Background: an optimization exercise with open tools, aiming at small area, a short achievable clock period and few clock cycles per item. Do not read the settings as production practice. No functional check of the RTL was part of any run shown here.

## flow/run.sh

```bash
#!/bin/bash
# synth_recipe.tcl (not shown) runs the flow's synth.tcl, then flattens the netlist and writes it again
# the make line also repeats each setting of config.mk as NAME=value (left out here)
make -C /OpenROAD-flow-scripts/flow DESIGN_CONFIG=/design/flow/config.mk WORK_HOME=/design/flow/orfs CLKGATE_MAP_FILE= SYNTH_SCRIPT=/design/flow/synth_recipe.tcl finish
```

## flow/config.mk

```make
export PLATFORM = sky130hd
export DESIGN_NAME = sip_weight
export DESIGN_NICKNAME = sip_weight
export VERILOG_FILES = /design/flow/design.v
export SDC_FILE = /design/flow/constraint.sdc
export NUM_CORES = 4
export LEC_CHECK = 0
export CAP_MARGIN = 30
export CORE_MARGIN = 2
export CORE_UTILIZATION = 55
export PLACE_DENSITY = 0.65
export SETUP_SLACK_MARGIN = 5
export SLEW_MARGIN = 30
```

## flow/constraint.sdc

```tcl
create_clock -name core_clock -period 12.0 [get_ports {clk}]
set_input_delay 2.4000 -clock core_clock [delete_from_list [all_inputs] [get_ports {clk}]]
set_output_delay 2.4000 -clock core_clock [all_outputs]
set_load 0.01 [all_outputs]
```

## flow/design.v

```verilog
module sip_weight (
    input  wire         clk,
    input  wire         rst,           
    input  wire         in_valid,
    output wire         in_ready,
    input  wire [127:0] in_key,        
    input  wire [31:0]  in_bin,        
    input  wire [15:0]  in_slot,       
    output reg          out_valid,
    input  wire         out_ready,
    output reg  [63:0]  out_weight
);
    localparam integer DEPTH = 7;      
    localparam integer CAP   = DEPTH + 1;
    localparam integer ARCH  = 2;      
    reg  [63:0]  k0_s0, k1_s0;
    reg  [47:0]  m_s0;
    reg  [5:0]   vld;              
    reg  [255:0] st1, st2, st3, st4, st5;
    reg  [47:0]  m_s1;
    wire [63:0]  m0 = {8'h06, 8'h00, m_s0};
    wire [63:0]  m1 = {8'h06, 8'h00, m_s1};
    wire [255:0] init = {k1_s0 ^ 64'h7465646279746573 ^ m0,
                         k0_s0 ^ 64'h6c7967656e657261,
                         k1_s0 ^ 64'h646f72616e646f6d,
                         k0_s0 ^ 64'h736f6d6570736575};
    wire [255:0] r1, r2, r3, r4, r5, r6;
    sipround #(ARCH) u_r1 (.v(init), .o(r1));
    sipround #(ARCH) u_r2 (.v(st1),  .o(r2));
    sipround #(ARCH) u_r3 (.v(st2),  .o(r3));
    sipround #(ARCH) u_r4 (.v(st3),  .o(r4));
    sipround #(ARCH) u_r5 (.v(st4),  .o(r5));
    sipround #(ARCH) u_r6 (.v(st5),  .o(r6));
    wire [255:0] r2x = r2 ^ {64'd0, 64'hff, 64'd0, m1};
    wire [63:0]  res = r6[63:0] ^ r6[127:64] ^ r6[191:128] ^ r6[255:192];
    wire         acc = in_valid && in_ready;
    always @(posedge clk) begin
        k0_s0 <= in_key[63:0];
        k1_s0 <= in_key[127:64];
        m_s0  <= {in_slot, in_bin};
        st1   <= r1;
        m_s1  <= m_s0;
        st2   <= r2x;
        st3   <= r3;
        st4   <= r4;
        st5   <= r5;
        if (rst) vld <= 6'd0;
        else     vld <= {vld[4:0], acc};
    end
    reg  [63:0]  mem [0:DEPTH-1];
    reg  [2:0]   wp, rp;
    reg  [3:0]   fcnt;             
    reg  [3:0]   cnt;              
    reg          rdy;
    assign in_ready = rdy;
    wire         xfer   = out_valid && out_ready;
    wire         o_free = !out_valid || out_ready;
    wire         f_empty = (fcnt == 4'd0);
    wire         res_v  = vld[5];
    wire         f_pop  = o_free && !f_empty;
    wire         f_push = res_v && !(o_free && f_empty);
    wire [3:0]   cnt_n  = cnt + {3'd0, acc} - {3'd0, xfer};
    always @(posedge clk) begin
        if (o_free)
            out_weight <= f_empty ? res : mem[rp];
        if (f_push)
            mem[wp] <= res;
        if (rst) begin
            out_valid <= 1'b0;
            wp   <= 3'd0;
            rp   <= 3'd0;
            fcnt <= 4'd0;
            cnt  <= 4'd0;
            rdy  <= 1'b1;
        end else begin
            if (o_free)
                out_valid <= !f_empty || res_v;
            if (f_push)
                wp <= (wp == DEPTH - 1) ? 3'd0 : wp + 3'd1;
            if (f_pop)
                rp <= (rp == DEPTH - 1) ? 3'd0 : rp + 3'd1;
            fcnt <= fcnt + {3'd0, f_push} - {3'd0, f_pop};
            cnt  <= cnt_n;
            rdy  <= (cnt_n < CAP);
        end
    end
endmodule
module sipround #(parameter integer ARCH = 0) (
    input  wire [255:0] v,
    output wire [255:0] o
);
    wire [63:0] v0 = v[63:0], v1 = v[127:64], v2 = v[191:128], v3 = v[255:192];
    wire [63:0] a0, a2, b0, b2;
    add64 #(ARCH) u_a0 (.a(v0), .b(v1), .s(a0));
    add64 #(ARCH) u_a2 (.a(v2), .b(v3), .s(a2));
    wire [63:0] x1 = {v1[50:0], v1[63:51]} ^ a0;       
    wire [63:0] x3 = {v3[47:0], v3[63:48]} ^ a2;       
    wire [63:0] c0 = {a0[31:0], a0[63:32]};            
    add64 #(ARCH) u_b0 (.a(c0), .b(x3), .s(b0));
    add64 #(ARCH) u_b2 (.a(a2), .b(x1), .s(b2));
    assign o[255:192] = {x3[42:0], x3[63:43]} ^ b0;    
    assign o[127:64]  = {x1[46:0], x1[63:47]} ^ b2;    
    assign o[63:0]    = b0;
    assign o[191:128] = {b2[31:0], b2[63:32]};         
endmodule
module add64 #(parameter integer ARCH = 0) (
    input  wire [63:0] a,
    input  wire [63:0] b,
    output reg  [63:0] s
);
    localparam [63:0] ODD = {32{2'b10}};
    reg [63:0] g, p, t, m;
    integer l, k;
    always @* begin
        g = a & b;
        p = a ^ b;
        if (ARCH == 0) begin
            for (l = 0; l < 6; l = l + 1) begin
                g = g | (p & (g << (1 << l)));
                p = p & (p << (1 << l));
            end
        end else if (ARCH == 1) begin
            for (l = 0; l < 6; l = l + 1) begin
                g = g | (p & (g << (1 << l)) & ODD);
                p = p & ((p << (1 << l)) | ~ODD);
            end
            g = g | (p & (g << 1) & ~ODD);
        end else begin
            for (l = 0; l < 6; l = l + 1) begin
                m = 64'd0;
                for (k = 0; k < 64; k = k + 1)
                    if ((k % (2 << l)) == (1 << l) - 1) m[k] = 1'b1;
                t = 64'd0;
                for (k = 1; k <= (1 << l); k = k + 1)
                    t = t | ((g & m) << k);
                g = g | (p & t);
                t = 64'd0;
                for (k = 1; k <= (1 << l); k = k + 1)
                    t = t | ((~p & m) << k);
                p = p & ~t;
            end
        end
        if (ARCH == 3)
            s = a + b;
        else
            s = a ^ b ^ {g[62:0], 1'b0};
    end
endmodule
```

==> impl_metrics.py, run 1 <==
metrics = {
    "critical_path": {
        "critical-path-slowest-cell": "xnor2_1",
        "cp_max_fo": 4,
        "arrival_ns": 8.58,
        "worst_setup_path_start_kind": "register",
        "endpoint_kind": "register",
        "required_ns": 12.80,
        "path_class": "register to register",
        "crit_path_start": "st1[192]",
        "max_stage_delay_ns": 1.48,
        "r2r_slack_ns": 4.22,
        "crit_top_cell": "o21a_1",
        "r2r_start": "st1[192]",
    },
    "detailed_routing": {
        "drt_first_iter_violations": 14846,
        "routed_via_density": 6.566,
        "drc": 0,
        "postRouteAntennaNets": 0,
        "drt-total-wl_um": 603600,
        "num_vias": 103795,
        "wl_per_cell_um": 38.18,
        "dr.pass1.iters": 10,
    },
    "synth": {
        "synth_top_cell_by_area": "dfxtp_1",
        "netlist_area_mm2": 0.1234,
        "synth_edf_count": 512,
        "synthesis.nets": 13603,
        "ys.flop_type": "dfxtp_1",
        "yosys_warnings": 2,
        "async_flop_share_pct": 0,
        "postSynthCellCount": 11854,
        "yosys.area.top_type_share_pct": 24.80,
        "synth_common_cells": "xor2_1, dfxtp_1, ha_1",
        "yosysMostFrequentCell": "xor2_1",
        "yosysSeqAreaShare_pct": 37.26,
        "synth_cell_type_count": 113,
        "ys_seq_elements": 2041,
        "synth.avg_cell_area_um2": 10.41,
        "netlist_top_cells_area": "dfxtp_1, ha_1, edfxtp_1",
    },
    "sta": {
        "fmaxAchievable_mhz": 128.6,
        "min_period_ns": 7.776,
        "relSlewSlack_pct": -33.17,
        "clock_skew_ns": 0.1089,
        "fin_crit_sh_pct": 64.80,
        "finalHoldViolations": 0,
        "rsz0062_at_grt": "yes",
        "fin_tns_setup_ns": 0,
        "finalSetupViolations": 0,
        "tightest_slew_ns": 1.983,
        "drv_slew": 3,
    },
    "cells_and_area": {
        "multi_input_area_mm2": 0.08292,
        "ff_latch_area_mm2": 0.04610,
        "fillCellCount": 16849,
        "area_growth_pct": 20.10,
        "final_nets": 14372,
        "drive_above_1_share_pct": 15.01,
    },
    "outcome": {
        "so.violations": "capacitance limit, slew limit",
        "outcome": "complete, but fails checks",
    },
    "placement": {
        "dp_hpwl_um": 503800,
        "numPortBuffers": 245,
        "routabilityCongestion": 1.193,
    },
    "clocking": {
        "cts.sinks": 2041,
        "htreeDepth": 4,
        "clock-root-buffer": "clkbuf_16",
        "tritoncts": "built",
        "clk_latency_ns": 0.95,
        "cts_hold_buffers": 0,
        "clockBufferDepth": 3,
        "path_clk_slew_ns": 0.06,
        "cts_buffers": 207,
    },
    "grt": {
        "grt_max_degree": 97,
        "grt_pass1_vias": 98641,
        "grt_pass1_wl_um": 795400,
        "grt_use_total_pct": 50.96,
        "gr-total-overflow": 0,
        "antenna_found_initial": 38,
    },
    "min_path": {
        "min-delay-start": "m_s0[9]",
        "min_path_type": "register to register",
    },
    "floorplan": {
        "io_pins": 246,
        "start_util_pct": 55.41,
        "core_area_mm2": 0.2227,
        "num_rows": 173,
        "fp.dieW_um": 477.7,
        "fp.dieArea_mm2": 0.2282,
        "die_h_um": 477.7,
    },
    "job": {
        "max_cap_viol_count": 1,
    },
}
flip-flops by register name, indices dropped and copies added, names as in the netlist, 48 cells and up, named ones only:
register	count
st4	256
out_weight	64
st3	256
m_s0	48
st1	256
m_s1	48
st2	256
k1_s0	64
st5	256
mem	448
k0_s0	64
cells in the final DEF (no fill, tap or decap), types with 318 or more instances in the layout:
master / instances
a21o_1: 503
a21oi_1: 609
buf_4: 344
dfxtp_1: 1465
edfxtp_1: 512
ha_1: 1397
inv_1: 575
nand2_1: 411
nor2_1: 666
o21ai_0: 318
xnor2_1: 927
xor2_1: 1331
routing by layer:
layer	wire length [um]	part of all wire, %	track usage (%)	up-vias
met4	75530	13	50.20	28
met2	245800	41	73.08	8444
met1	200600	33	56.65	49426
li1	-	-	-	43084
met3	80880	13	20.10	2813
met5	860	0.14	1.155	-
path summary, 6_finish.rpt:
kind	end	cells past startpoint
setup reg to reg	st2[220]	26
hold / removal	m_s1[9]	0
hold reg to reg	m_s1[9]	0
setup / recovery	st2[220]	26
logic make-up after synthesis:
kind of cell	synth area share [%]
compound gates	13.06
xor+xnor	20.22
fa+ha+maj	16.76
buf+inv	1.998
flops	37.26
mux	2.214
simple gates	8.495
cell type report:
cell class / instances / share of cell area [%]
diodes: 29 / 0.04896
clock buffers: 256 / 3.796
clock inverters: 134 / 1.239
inverters: 583 / 1.481
multi-input cells: 9158 / 55.94
flip-flops and latches: 2041 / 31.10
well taps: 2975 / 2.511
repair buffers: 632 / 3.889
critical path: cells and delay by family, from the launching register on:
family                   cells  cell delay [ns]
flip-flops                   1             0.35
AO/OA/AOI/OAI               11             2.30
buffers and inverters        1             0.05
AND/OR/NAND/NOR              7             1.20
XOR/XNOR                     4             2.61
adder cells (fa/ha/maj)      3             1.14
per-stage QoR:
step | area [um2] | instances | hold slack [ns] | setup slack (ns) | util (%)
floorplan | 123500 | 11854 | 0.3487 | 5.137 | -
global placement | 129900 | 15058 | 0.3560 | 1.908 | 58.33
detailed placement | 130300 | 15060 | 0.3576 | 2.212 | 58.51
CTS | 143100 | 15593 | 0.3482 | 4.747 | 64.26
global route | 148200 | 15787 | 0.3682 | 4.280 | 66.53
finish | 148200 | 15808 | 0.3596 | 4.224 | 66.55
timing repair:
action | 4_1_cts | 5_1_grt
gates resized for setup | 665 | 576
buffers inserted | 143 | 181
pin swaps | 139 | 269
setup endpoints to repair | 1162 | 875
==> run 2, diff against run 1 <==
--- a/flow/design.v
+++ b/flow/design.v
@@ -14,3 +14,3 @@
     localparam integer CAP   = DEPTH + 1;
-    localparam integer ARCH  = 2;      
+    localparam integer ARCH  = 1;      
     reg  [63:0]  k0_s0, k1_s0;
==> run 2 against run 1 <==
- the layout still fails its checks (capacitance limit, slew limit)
- non-clock buffer count increased by 451
- clock-buffer cell count increased by 12
- worst hold slack got worse by 0.0083 ns
- sequential share of layout area decreased by 3.4 points
- routed wire length increased by 7.8%
- critical path depth decreased by 2
- worst setup slack got worse by 0.29 ns
- core utilization increased by 4.3 points
- register-to-register slack got worse by 0.29 ns
==> impl_metrics.py, run 2 <==
metrics = {
    "grt": {
        "antenna_found_initial": 61,
        "grt_use_total_pct": 51.09,
        "grt_pass1_vias": 105289,
        "grt_max_degree": 94,
        "gr-total-overflow": 0,
        "grt_pass1_wl_um": 840200,
    },
    "critical_path": {
        "cp.buffers_inverters": 1,
        "cp_max_fo": 4,
        "critical-path-slowest-cell": "dfxtp_1",
        "endpoint_kind": "register",
        "critical-path-top-delay-family": "compound AO/OA/AOI/OAI gates",
        "max_stage_delay_ns": 0.95,
        "path_cells": "ha_1 -> nand4_1 -> o21ai_1 -> a221o_1 -> nand3_1 -> a31oi_1 -> a41oi_1 -> nor2_1 -> a311oi_1 -> a21oi_1 -> nor2_1 -> fa_1 -> xnor2_1 -> ha_1 -> a21oi_1 -> o41ai_2 -> fa_2 -> xnor2_2 -> xnor2_2 -> xnor2_2 -> buf_6 -> xnor2_4 -> nand2_1 -> o21ai_1",
        "crit_top_cell": "xnor2_2",
        "arrival_ns": 8.72,
        "required_ns": 12.65,
        "worst_setup_path_start_kind": "register",
        "path_class": "register to register",
    },
    "detailed_routing": {
        "routed_via_density": 6.498,
        "num_vias": 109758,
        "wl_per_cell_um": 38.52,
        "wl_met3_um": 93340,
        "drt_first_iter_violations": 15698,
        "postRouteAntennaNets": 0,
        "wl_met2_um": 262700,
        "wl_met1_um": 214000,
        "dr.pass1.iters": 9,
        "highest_layer": "met5",
        "drt-total-wl_um": 650700,
        "drc": 0,
    },
    "synth": {
        "synth.avg_cell_area_um2": 10.63,
        "yosys_warnings": 2,
        "synthesis.nets": 14601,
        "yosys.area.top_type_share_pct": 23.47,
        "netlist_area_mm2": 0.1304,
        "ys_seq_elements": 2041,
        "netlist_top_cells_area": "dfxtp_1, ha_1, edfxtp_1",
        "yosysMostFrequentCell": "inv_1",
        "synth_edf_count": 512,
        "postSynthCellCount": 12276,
        "synth_top_cell_by_area": "dfxtp_1",
        "async_flop_share_pct": 0,
        "synth_cell_type_count": 84,
        "ys.flop_type": "dfxtp_1",
        "yosysSeqAreaShare_pct": 35.26,
        "synth_common_cells": "inv_1, xnor2_1, dfxtp_1",
    },
    "sta": {
        "fin_crit_sh_pct": 67.25,
        "clock_skew_ns": 0.1314,
        "finalHoldViolations": 0,
        "drv_slew": 4,
        "tightest_slew_ns": 1.586,
        "rsz0062_at_grt": "yes",
        "hold_slack_ns": 0.3513,
        "relSlewSlack_pct": -6.514,
        "finalSetupViolations": 0,
        "min_period_ns": 8.070,
        "fin_tns_setup_ns": 0,
        "fmaxAchievable_mhz": 123.9,
    },
    "cells_and_area": {
        "final_cell_area_mm2": 0.1669,
        "final_common_cell": "inv_1",
        "final_nets": 15837,
        "final_cell_mix": "inv_1, dfxtp_1, ha_1, xnor2_1, buf_4",
        "final_cell_count_no_fill": 16891,
        "fillCellCount": 16406,
        "area_growth_pct": 27.95,
        "largest_reg_flops": 448,
        "drive_above_1_share_pct": 22.67,
        "top_register": "mem",
    },
    "floorplan": {
        "fp.dieArea_mm2": 0.2411,
        "die_h_um": 491.0,
        "io_pins": 246,
        "core_area_mm2": 0.2356,
        "start_util_pct": 55.35,
        "fp.dieW_um": 491.0,
        "num_rows": 178,
    },
    "clocking": {
        "tritoncts": "built",
        "cts.sinks": 2041,
        "path_clk_slew_ns": 0.06,
        "cts_buffers": 215,
        "htreeDepth": 4,
        "clk_latency_ns": 0.96,
        "clock-root-buffer": "clkbuf_16",
        "clockBufferDepth": 3,
        "cts_hold_buffers": 0,
    },
    "placement": {
        "numPortBuffers": 245,
        "place_area_mm2": 0.1381,
        "dp_hpwl_um": 528100,
        "routabilityCongestion": 1.188,
        "place_inst": 15708,
    },
    "outcome": {
        "so.violations": "capacitance limit, slew limit",
        "outcome": "complete, but fails checks",
    },
    "min_path": {
        "min_path_type": "register to register",
    },
    "job": {
        "max_cap_viol_count": 1,
    },
}
[run 2: cell types whose count changed after synthesis, sizes merged, moves of 34 or more]
cell,change
fa,+598
inv,+1103
nand2,+81
nand3,-40
nor2,-430
nor2b,-53
nor3,-165
o21a,-130
o21ai,+34
xnor2,+469
xor2,-827
[run 2: metal layers]
metal  up-vias  track usage (%)
met5         -            1.488
met4        48            45.76
met3      3349            20.24
met2      9514            73.23
met1     53125            58.67
li1      43722                -
[run 2: area by class of cell]
type,count,area [um2],area share (%)
flip-flops and latches,2041,46150,27.65
repair buffers,1083,10050,6.020
inverters,1686,6350,3.805
well taps,3150,3941,2.362
clock buffers,268,5856,3.509
diodes,46,115.1,0.06898
multi-input cells,8485,92560,55.46
clock inverters,132,1871,1.121
[run 2: stage by stage]
step,utilization [%],setup slack [ns]
3_3_place_gp,58.40,2.596
3_5_place_dp,58.62,2.643
4_1_cts,66.86,4.466
6_report,70.82,3.930
2_1_floorplan,-,3.612
5_1_grt,70.79,4.011
[run 2: worst paths after layout]
kind / from / endpoint / slack (ns) / cells after the start
worst max-delay path: st5[226] / out_weight[63] / 3.93 / 24
worst min-delay path: m_s0[21] / m_s1[21] / 0.35 / 0
worst max register to register: st5[226] / out_weight[63] / 3.93 / 24
worst min register to register: m_s0[21] / m_s1[21] / 0.35 / 0
[run 2: kinds of logic after synthesis]
logic type | Yosys count | share of synthesized area, %
adders and majority gates | 2145 | 24.82
DFF | 2041 | 35.26
AOI/OAI and AO/OA | 2260 | 11.10
and+or+nand+nor | 1483 | 5.537
xor gates and xnor gates | 2404 | 16.15
muxes | 193 | 2.095
buffers and inverters | 1750 | 5.036
[run 2: timing repair]
action / in CTS / in global routing
resized for setup: 1420 / 1065
hold endpoints to repair: 0 / 0
endpoints found under the setup margin: 1332 / 998
pin swaps: 607 / 625
buffers inserted: 362 / 373
==> run 3, diff against run 2 <==
--- a/flow/design.v
+++ b/flow/design.v
@@ -14,3 +14,3 @@
     localparam integer CAP   = DEPTH + 1;
-    localparam integer ARCH  = 1;      
+    localparam integer ARCH  = 3;      
     reg  [63:0]  k0_s0, k1_s0;
==> flow/flow/run.sh (new file) <==
#!/bin/bash
# Own layout flow: the standard layout (standard.sh), except that synthesis
# maps the logic with a delay-driven ABC script (flow/abc.script, map -D) and
# does not extract full/half-adder cells, which ORFS's default ABC script and
# adder mapping leave slow. Everything else, registers and their names
# included, is the standard synthesis and layout.
set -euo pipefail
work=$(pwd)
export OWN_ABC_SCRIPT="$work/flow/abc.script"
export OWN_ABC_D=3000
cat flow/synth_pre.tcl synth_recipe.tcl > own_synth.tcl
bash standard.sh SYNTH_SCRIPT="$work/own_synth.tcl" ADDER_MAP_FILE= finish > standard_make.log 2>&1
==> flow/flow/abc.script (new file) <==
strash
dch
map -D 3000
topo
buffer -c
upsize -D 3000
dnsize -D 3000
==> flow/flow/synth_pre.tcl (new file) <==
# Prepended to the standard flow's synthesis script: the same synthesis, but ABC maps the
# logic with flow/abc.script (delay-driven mapping) instead of ORFS's script.
proc abc {args} {
  set out {}
  set skip 0
  foreach a $args {
    if {$skip} { set skip 0; continue }
    if {$a eq "-script" || $a eq "-D"} { set skip 1; continue }
    lappend out $a
  }
  yosys abc -script $::env(OWN_ABC_SCRIPT) -D $::env(OWN_ABC_D) {*}$out
}
==> flow/standard.sh (new file) <==
#!/bin/bash
# synth_recipe.tcl (not shown) runs the flow's synth.tcl, then flattens the netlist and writes it again
# the make line also repeats each setting of config.mk as NAME=value (left out here)
make -C /OpenROAD-flow-scripts/flow DESIGN_CONFIG=/design/flow/config.mk WORK_HOME=/design/flow/orfs CLKGATE_MAP_FILE= SYNTH_SCRIPT=/design/flow/synth_recipe.tcl "${@:-finish}"
removed: flow/run.sh
==> run 3 against run 2 <==
- the flow now stops in 5_1_grt
- area after synthesis grew 28%
- synthesized cell count increased by 110%
==> impl_metrics.py, run 3 <==
metrics = {
    "synth": {
        "synthSimpleGateAreaFrac_pct": 28.17,
        "yosys.area.top_type_share_pct": 18.34,
        "synth_fa_ha_area_share_pct": 0.01200,
        "netlist_area_mm2": 0.1669,
        "ys.flop_type": "dfxtp_1",
        "synth_compound_area_share_pct": 18.44,
        "ys_seq_elements": 2041,
        "synthMuxAreaShare_pct": 0,
        "netlist_top_cells_area": "dfxtp_1, nor2_1, xor2_1",
        "yosysMostFrequentCell": "nor2_1",
        "async_flop_share_pct": 0,
        "yosys_warnings": 2,
        "synth_top_family_by_area": "simple AND/OR/NAND/NOR gates",
        "synth_top_cell_by_area": "dfxtp_1",
        "yosysSeqAreaShare_pct": 27.55,
        "synth.avg_cell_area_um2": 6.481,
        "synth_common_cells": "nor2_1, nand2_1, inv_1",
        "synth_edf_count": 512,
        "synthesis.nets": 25929,
        "postSynthCellCount": 25749,
        "synth_xor_area_share_pct": 16.63,
        "synth_cell_type_count": 103,
    },
    "grt": {
        "grt_use_total_pct": 77.24,
        "grt_pass1_wl_um": 1719000,
        "grt_max_degree": 77,
        "gr-total-overflow": 2570,
        "grt_pass1_vias": 202306,
    },
    "outcome": {
        "stop_stage": "5_1_grt",
        "firstError": "[ERROR GRT-0116] Global routing finished with congestion. Check the congestion regions in the DRC Viewer.",
        "outcome": "aborted with a tool error",
    },
    "floorplan": {
        "num_rows": 202,
        "io_pins": 246,
        "fp.dieW_um": 554.9,
        "die_h_um": 554.9,
        "start_util_pct": 55.21,
    },
    "placement": {
        "dp_hpwl_um": 874400,
        "numPortBuffers": 245,
        "place_inst": 29982,
        "routabilityCongestion": 1.386,
        "place_area_mm2": 0.1755,
    },
    "clocking": {
        "cts_buffers": 219,
        "htreeDepth": 4,
        "clockBufferDepth": 4,
        "clock-root-buffer": "clkbuf_16",
        "cts.sinks": 2041,
        "cts_hold_buffers": 0,
    },
}
run 3: worst max path at each step:
stage | startpoint | end | slack [ns] | depth (start not counted)
3_3_place_gp | out_ready | mem[0][41] | 4.58 | 8
3_5_place_dp | st1[65] | st2[223] | 4.98 | 24
4_1_cts | st3[89] | st4[224] | 5.12 | 24
2_1_floorplan | out_ready | mem[1][0] | 4.64 | 7
run 3: what timing repair did:
item                       in CTS
pin swaps                       0
buffers inserted                0
setup endpoints to repair       1
resized for setup               1
run 3: stage by stage:
| stage | utilization (%) | setup slack [ns] |
|---|---|---|
| 3_5_place_dp | 58.06 | 4.978 |
| 4_1_cts | 60.54 | 5.121 |
| 3_3_place_gp | 57.87 | 4.581 |
| 2_1_floorplan | - | 4.644 |
run 3: cell families after synthesis:
group                    Yosys count
adder cells (fa/ha/maj)            2
flip-flops                      2041
buffers and inverters           4086
AO/OA/AOI/OAI                   5190
AND/OR/NAND/NOR                11564
XOR/XNOR                        2866
run 3: per-layer routing:
layer	GRT overflow	global-route usage, %
met4	884	71.45
met3	84	64.52
met1	68	79.50
met5	17	38.43
met2	1517	90.78
==> run 4, diff against run 3 <==
==> flow/design.v (replaced) <==
module sip_weight (
    input  wire         clk,
    input  wire         rst,           
    input  wire         in_valid,
    output wire         in_ready,
    input  wire [127:0] in_key,        
    input  wire [31:0]  in_bin,        
    input  wire [15:0]  in_slot,       
    output reg          out_valid,
    input  wire         out_ready,
    output reg  [63:0]  out_weight
);
    localparam integer DEPTH = 7;      
    localparam integer CAP   = DEPTH + 1;
    reg  [63:0]  k0_s0, k1_s0;         
    reg  [47:0]  m_s0, m_s1;           
    reg  [5:0]   vld;                  
    reg  [255:0] st1, st2, st3, st4, st5;
    wire [63:0]  m0 = {8'h06, 8'h00, m_s0};
    wire [63:0]  m1 = {8'h06, 8'h00, m_s1};
    wire [255:0] init = {k1_s0 ^ 64'h7465646279746573 ^ m0,
                         k0_s0 ^ 64'h6c7967656e657261,
                         k1_s0 ^ 64'h646f72616e646f6d,
                         k0_s0 ^ 64'h736f6d6570736575};
    wire [255:0] r1, r2, r3, r4, r5;
    wire [63:0]  res;
    sipround u_r1 (.v(init), .o(r1));
    sipround u_r2 (.v(st1),  .o(r2));
    sipround u_r3 (.v(st2),  .o(r3));
    sipround u_r4 (.v(st3),  .o(r4));
    sipround u_r5 (.v(st4),  .o(r5));
    sipfinal u_r6 (.v(st5),  .w(res));
    wire         acc = in_valid && in_ready;
    always @(posedge clk) begin
        k0_s0 <= in_key[63:0];
        k1_s0 <= in_key[127:64];
        m_s0  <= {in_slot, in_bin};
        st1   <= r1;
        m_s1  <= m_s0;
        st2   <= r2 ^ {64'd0, 64'hff, 64'd0, m1};
        st3   <= r3;
        st4   <= r4;
        st5   <= r5;
        if (rst) vld <= 6'd0;
        else     vld <= {vld[4:0], acc};
    end
    reg  [63:0]  mem [0:DEPTH-1];
    reg  [2:0]   wp, rp;
    reg  [3:0]   fcnt;                 
    reg  [3:0]   cnt;                  
    reg          rdy;
    assign in_ready = rdy;
    wire         res_v   = vld[5];
    wire         xfer    = out_valid && out_ready;
    wire         o_free  = !out_valid || out_ready;
    wire         f_empty = (fcnt == 4'd0);
    wire         f_pop   = o_free && !f_empty;
    wire         f_push  = res_v && !(o_free && f_empty);
    wire [3:0]   cnt_n   = cnt + {3'd0, acc} - {3'd0, xfer};
    always @(posedge clk) begin
        if (o_free)
            out_weight <= f_empty ? res : mem[rp];
        if (res_v)
            mem[wp] <= res;
        if (rst) begin
            out_valid <= 1'b0;
            wp   <= 3'd0;
            rp   <= 3'd0;
            fcnt <= 4'd0;
            cnt  <= 4'd0;
            rdy  <= 1'b1;
        end else begin
            if (o_free)
                out_valid <= !f_empty || res_v;
            if (f_push)
                wp <= (wp == DEPTH - 1) ? 3'd0 : wp + 3'd1;
            if (f_pop)
                rp <= (rp == DEPTH - 1) ? 3'd0 : rp + 3'd1;
            fcnt <= fcnt + {3'd0, f_push} - {3'd0, f_pop};
            cnt  <= cnt_n;
            rdy  <= (cnt_n < CAP);
        end
    end
endmodule
module sipround (
    input  wire [255:0] v,
    output wire [255:0] o
);
    wire [63:0] v0 = v[63:0], v1 = v[127:64], v2 = v[191:128], v3 = v[255:192];
    wire [63:0] a0 = v0 + v1;
    wire [63:0] a2 = v2 + v3;
    wire [63:0] x1 = {v1[50:0], v1[63:51]} ^ a0;       
    wire [63:0] x3 = {v3[47:0], v3[63:48]} ^ a2;       
    wire [63:0] b0 = {a0[31:0], a0[63:32]} + x3;       
    wire [63:0] b2 = a2 + x1;
    assign o[255:192] = {x3[42:0], x3[63:43]} ^ b0;    
    assign o[127:64]  = {x1[46:0], x1[63:47]} ^ b2;    
    assign o[63:0]    = b0;
    assign o[191:128] = {b2[31:0], b2[63:32]};         
endmodule
module sipfinal (
    input  wire [255:0] v,
    output wire [63:0]  w
);
    wire [63:0] v0 = v[63:0], v1 = v[127:64], v2 = v[191:128], v3 = v[255:192];
    wire [63:0] a0 = v0 + v1;
    wire [63:0] a2 = v2 + v3;
    wire [63:0] x1 = {v1[50:0], v1[63:51]} ^ a0;
    wire [63:0] x3 = {v3[47:0], v3[63:48]} ^ a2;
    wire [63:0] b2 = a2 + x1;
    assign w = {x1[46:0], x1[63:47]} ^ {x3[42:0], x3[63:43]} ^ b2 ^ {b2[31:0], b2[63:32]};
endmodule
--- a/flow/config.mk
+++ b/flow/config.mk
@@ -9,4 +9,3 @@
 export CORE_MARGIN = 2
-export CORE_UTILIZATION = 55
-export PLACE_DENSITY = 0.65
+export CORE_UTILIZATION = 40
 export SETUP_SLACK_MARGIN = 5
==> run 4 against run 3 <==
- the flow again stops in 5_1_grt
- synthesized cell count decreased by 3.1%
- area after synthesis decreased by 2.3%
==> impl_metrics.py, run 4 <==
metrics = {
    "outcome": {
        "outcome": "aborted with a tool error",
        "stop_stage": "5_1_grt",
        "firstError": "[ERROR GRT-0116] Global routing finished with congestion. Check the congestion regions in the DRC Viewer.",
    },
    "synth": {
        "ys_seq_elements": 2041,
        "yosysSeqAreaShare_pct": 28.19,
        "ys.flop_type": "dfxtp_1",
        "yosysMostFrequentCell": "nor2_1",
        "synthesis.nets": 25143,
        "netlist_top_cells_area": "dfxtp_1, nor2_1, xor2_1",
        "yosys.area.top_type_share_pct": 18.76,
        "postSynthCellCount": 24963,
        "synth_cell_type_count": 103,
        "async_flop_share_pct": 0,
        "synth.avg_cell_area_um2": 6.534,
        "synth_edf_count": 512,
        "netlist_area_mm2": 0.1631,
        "synth_top_cell_by_area": "dfxtp_1",
        "yosys_warnings": 1,
        "synth_common_cells": "nor2_1, nand2_1, inv_1",
    },
    "grt": {
        "grt_use_total_pct": 64.62,
        "gr-total-overflow": 609,
        "grt_pass1_vias": 194144,
        "grt_max_degree": 87,
        "grt_pass1_wl_um": 1856000,
    },
    "clocking": {
        "clock-root-buffer": "clkbuf_16",
        "clockBufferDepth": 4,
        "postCtsSetupBuffers": 0,
        "cts_hold_buffers": 0,
        "cts_buffers": 237,
        "cts.sinks": 2041,
        "htreeDepth": 4,
    },
    "placement": {
        "routabilityCongestion": 1.291,
        "place_inst": 30801,
        "dp_hpwl_um": 1043000,
        "dpl_worst_slack_ns": 4.700,
        "numPortBuffers": 245,
    },
    "floorplan": {
        "fp.dieW_um": 642.6,
        "start_util_pct": 40.17,
        "num_rows": 234,
        "die_h_um": 642.6,
        "io_pins": 246,
    },
}
==> run 4: worst min path at each step <==
stage / startpoint / slack, ns / end
3_3_place_gp: m_s0[30] / 0.36 / m_s1[30]
3_5_place_dp: m_s0[30] / 0.36 / m_s1[30]
2_1_floorplan: m_s0[35] / 0.34 / m_s1[35]
4_1_cts: m_s0[29] / 0.37 / m_s1[29]
==> run 4: routing by layer <==
| metal | overflow | global-route usage [%] |
|---|---|---|
| met1 | 8 | 70.18 |
| met2 | 329 | 84.13 |
| met3 | 23 | 40.79 |
| met4 | 248 | 58.83 |
| met5 | 1 | 11.26 |
==> run 4: kinds of logic after synthesis <==
kind of cell	count (synthesis)	share of synthesized area, %
flops	2041	28.19
simple gates	10960	27.06
buf+inv	3497	8.050
compound gates	5308	18.79
fa+ha+maj	1	0.006137
xor+xnor	3156	17.90
==> run 4: stage by stage <==
step / cell area [um2] / util (%)
after floorplan: 163100 / -
after global placement: 174700 / 43.03
after detailed placement: 175900 / 43.31
after CTS: 184100 / 45.34
==> run 4: timing repair <==
item,4_1_cts
pin swaps,0
resized for setup,16
endpoints found under the setup margin,45
endpoints found under the hold margin,0
==> run 5, diff against run 4 <==
--- a/flow/config.mk
+++ b/flow/config.mk
@@ -9,3 +9,3 @@
 export CORE_MARGIN = 2
-export CORE_UTILIZATION = 40
+export CORE_UTILIZATION = 30
 export SETUP_SLACK_MARGIN = 5
==> run 5 against run 4 <==
- the run again fails in 5_1_grt
- synthesized cell count unchanged
- area after synthesis unchanged
==> impl_metrics.py, run 5 <==
metrics = {
    "floorplan": {
        "io_pins": 246,
        "fp.dieW_um": 741.4,
        "die_h_um": 741.4,
        "num_rows": 270,
        "start_util_pct": 30.14,
    },
    "placement": {
        "numPortBuffers": 245,
        "dp_hpwl_um": 1154000,
        "dpl_worst_slack_ns": 3.866,
        "routabilityCongestion": 1.259,
    },
    "synth": {
        "synthesis.nets": 25143,
        "ys.flop_type": "dfxtp_1",
        "netlist_top_cells_area": "dfxtp_1, nor2_1, xor2_1",
        "synth_common_cells": "nor2_1, nand2_1, inv_1",
        "postSynthCellCount": 24963,
        "netlist_area_mm2": 0.1631,
        "synth_top_cell_by_area": "dfxtp_1",
        "synth_edf_count": 512,
        "yosys_warnings": 1,
        "async_flop_share_pct": 0,
        "synth.avg_cell_area_um2": 6.534,
        "yosysMostFrequentCell": "nor2_1",
        "ys_seq_elements": 2041,
        "yosys.area.top_type_share_pct": 18.76,
        "synth_cell_type_count": 103,
        "yosysSeqAreaShare_pct": 28.19,
    },
    "outcome": {
        "firstError": "[ERROR GRT-0116] Global routing finished with congestion. Check the congestion regions in the DRC Viewer.",
        "stop_stage": "5_1_grt",
        "outcome": "aborted with a tool error",
    },
    "clocking": {
        "clock-root-buffer": "clkbuf_16",
        "htreeDepth": 5,
        "clockBufferDepth": 4,
        "cts_hold_buffers": 0,
        "cts_buffers": 266,
        "cts.sinks": 2041,
    },
    "grt": {
        "grt_pass1_vias": 204871,
        "grt_pass1_wl_um": 2117000,
        "grt_max_degree": 89,
        "gr-total-overflow": 459,
        "grt_use_total_pct": 56.23,
    },
}
-- run 5: metal layers --
layer | overflow | global-route usage, %
met2 | 236 | 75.66
met4 | 200 | 56.75
met5 | 0 | 9.521
met3 | 16 | 34.34
met1 | 7 | 57.66
-- run 5: kinds of logic after synthesis --
group                    share of synthesized area (%)
AO/OA/AOI/OAI                                    18.79
adder cells (fa/ha/maj)                       0.006137
AND/OR/NAND/NOR                                  27.06
flip-flops                                       28.19
buffers and inverters                            8.050
XOR/XNOR                                         17.90
-- run 5: worst max-delay path by stage --
stage,slack [ns],start,end,depth (start not counted)
after floorplan,6.48,vld[5],mem[4][0],2
after global placement,2.63,st2[83],st3[240],22
after detailed placement,3.87,st2[88],st3[255],24
after CTS,4.97,st2[195],st3[255],25
-- run 5: repair_timing --
item,in CTS
setup endpoints to repair,509
setup buffers,4
gates resized for setup,144
pin swaps,5
-- run 5: metrics by stage --
stage	hold WS [ns]	cell area [um2]	instances	utilization [%]
4_1_cts	0.3705	190600	33262	35.22
2_1_floorplan	0.3439	163100	24963	-
3_5_place_dp	0.3621	180600	32776	33.38
3_3_place_gp	0.3622	179200	32763	33.12
==> run 6, diff against run 5 <==
--- a/flow/flow/run.sh
+++ b/flow/flow/run.sh
@@ -10,3 +10,4 @@
 export OWN_ABC_D=3000
+OWN_SETUP_MARGIN=7.5
 cat flow/synth_pre.tcl synth_recipe.tcl > own_synth.tcl
-bash standard.sh SYNTH_SCRIPT="$work/own_synth.tcl" ADDER_MAP_FILE= finish > standard_make.log 2>&1
+bash standard.sh SYNTH_SCRIPT="$work/own_synth.tcl" ADDER_MAP_FILE= SETUP_SLACK_MARGIN="$OWN_SETUP_MARGIN" finish > standard_make.log 2>&1
--- a/flow/config.mk
+++ b/flow/config.mk
@@ -9,4 +9,3 @@
 export CORE_MARGIN = 2
-export CORE_UTILIZATION = 30
-export SETUP_SLACK_MARGIN = 5
+export CORE_UTILIZATION = 35
 export SLEW_MARGIN = 30
==> run 6 against run 5 <==
- the run again fails in 5_1_grt
- area after synthesis unchanged
- synthesized cell count did not move
==> impl_metrics.py, run 6 <==
metrics = {
    "floorplan": {
        "start_util_pct": 35.16,
        "io_pins": 246,
        "num_rows": 250,
        "fp.dieW_um": 686.7,
        "die_h_um": 686.7,
    },
    "synth": {
        "yosys_warnings": 1,
        "synth.avg_cell_area_um2": 6.534,
        "synth_top_cell_by_area": "dfxtp_1",
        "yosysMostFrequentCell": "nor2_1",
        "ys.flop_type": "dfxtp_1",
        "synth_common_cells": "nor2_1, nand2_1, inv_1",
        "netlist_area_mm2": 0.1631,
        "ys_seq_elements": 2041,
        "synth_edf_count": 512,
        "yosysSeqAreaShare_pct": 28.19,
        "yosys.area.top_type_share_pct": 18.76,
        "netlist_top_cells_area": "dfxtp_1, nor2_1, xor2_1",
        "postSynthCellCount": 24963,
        "synth_cell_type_count": 103,
        "async_flop_share_pct": 0,
        "synthesis.nets": 25143,
    },
    "clocking": {
        "cts_hold_buffers": 0,
        "cts.sinks": 2041,
        "htreeDepth": 4,
        "clock-root-buffer": "clkbuf_16",
        "clockBufferDepth": 4,
        "cts_buffers": 244,
    },
    "grt": {
        "grt_pass1_wl_um": 2018000,
        "gr-total-overflow": 18,
        "grt_use_total_pct": 62.50,
        "grt_pass1_vias": 222440,
        "grt_max_degree": 131,
    },
    "outcome": {
        "stop_stage": "5_1_grt",
        "outcome": "aborted with a tool error",
        "firstError": "[ERROR GRT-0116] Global routing finished with congestion. Check the congestion regions in the DRC Viewer.",
    },
    "placement": {
        "numPortBuffers": 245,
        "dpl_worst_slack_ns": 4.477,
        "routabilityCongestion": 1.305,
        "place_inst": 31568,
        "place_area_mm2": 0.1776,
        "dp_hpwl_um": 1112000,
    },
}
==> run 6: cell counts after synthesis <==
No cell type changed its count.
==> run 6: repair_timing <==
| item | 4_1_cts |
|---|---|
| setup endpoints to repair | 1719 |
| setup buffers | 2939 |
| gates resized for setup | 13392 |
| pin swaps | 2435 |
==> run 6: worst min-delay path by stage <==
stage                         from        to  slack (ns)
after floorplan           m_s0[35]  m_s1[35]        0.34
after global placement    m_s0[23]  m_s1[23]        0.36
after detailed placement  m_s0[23]  m_s1[23]        0.36
after CTS                 m_s0[23]  m_s1[23]        0.37
==> run 6: cell families after synthesis <==
logic type / after synthesis / share of synthesized area (%)
AO/OA/AOI/OAI: 5308 / 18.79
XOR/XNOR: 3156 / 17.90
AND/OR/NAND/NOR: 10960 / 27.06
adder cells (fa/ha/maj): 1 / 0.006137
flip-flops: 2041 / 28.19
buffers and inverters: 3497 / 8.050
==> run 6: routing by layer <==
layer	track usage, %	overflow
met5	11.55	0
met4	66.21	8
met3	38.30	0
met2	84.34	10
met1	62.58	0

## re-timing with driven ports
The results above use ideal ports. As a check the final layouts listed here were re-extracted and re-timed, cells and wires unchanged.
Step 1 (the two cells are an assumption about what drives the block):
set clk [get_ports {clk}]
set_driving_cell -lib_cell sky130_fd_sc_hd__clkbuf_16 $clk
set_driving_cell -lib_cell sky130_fd_sc_hd__buf_2 [delete_from_list [all_inputs] $clk]
Step 2 times the ports against the registers' clock, not the clock port: input delays grow and output delays shrink by t, the midpoint of the rising clock arrivals with the driver on.
a / b / c = no drivers / after step 1 / after step 2; a / b = the first two.
run | t, ns | setup WS [ns] | slew at the worst register clock pin (ns) | pins driven straight from the clock port
run 1 | 1.006 | 4.224 / 4.224 / 4.224 | 0.08 / 0.08 | 1
run 2 | 1.013 | 3.930 / 3.930 / 3.930 | 0.08 / 0.08 | 1
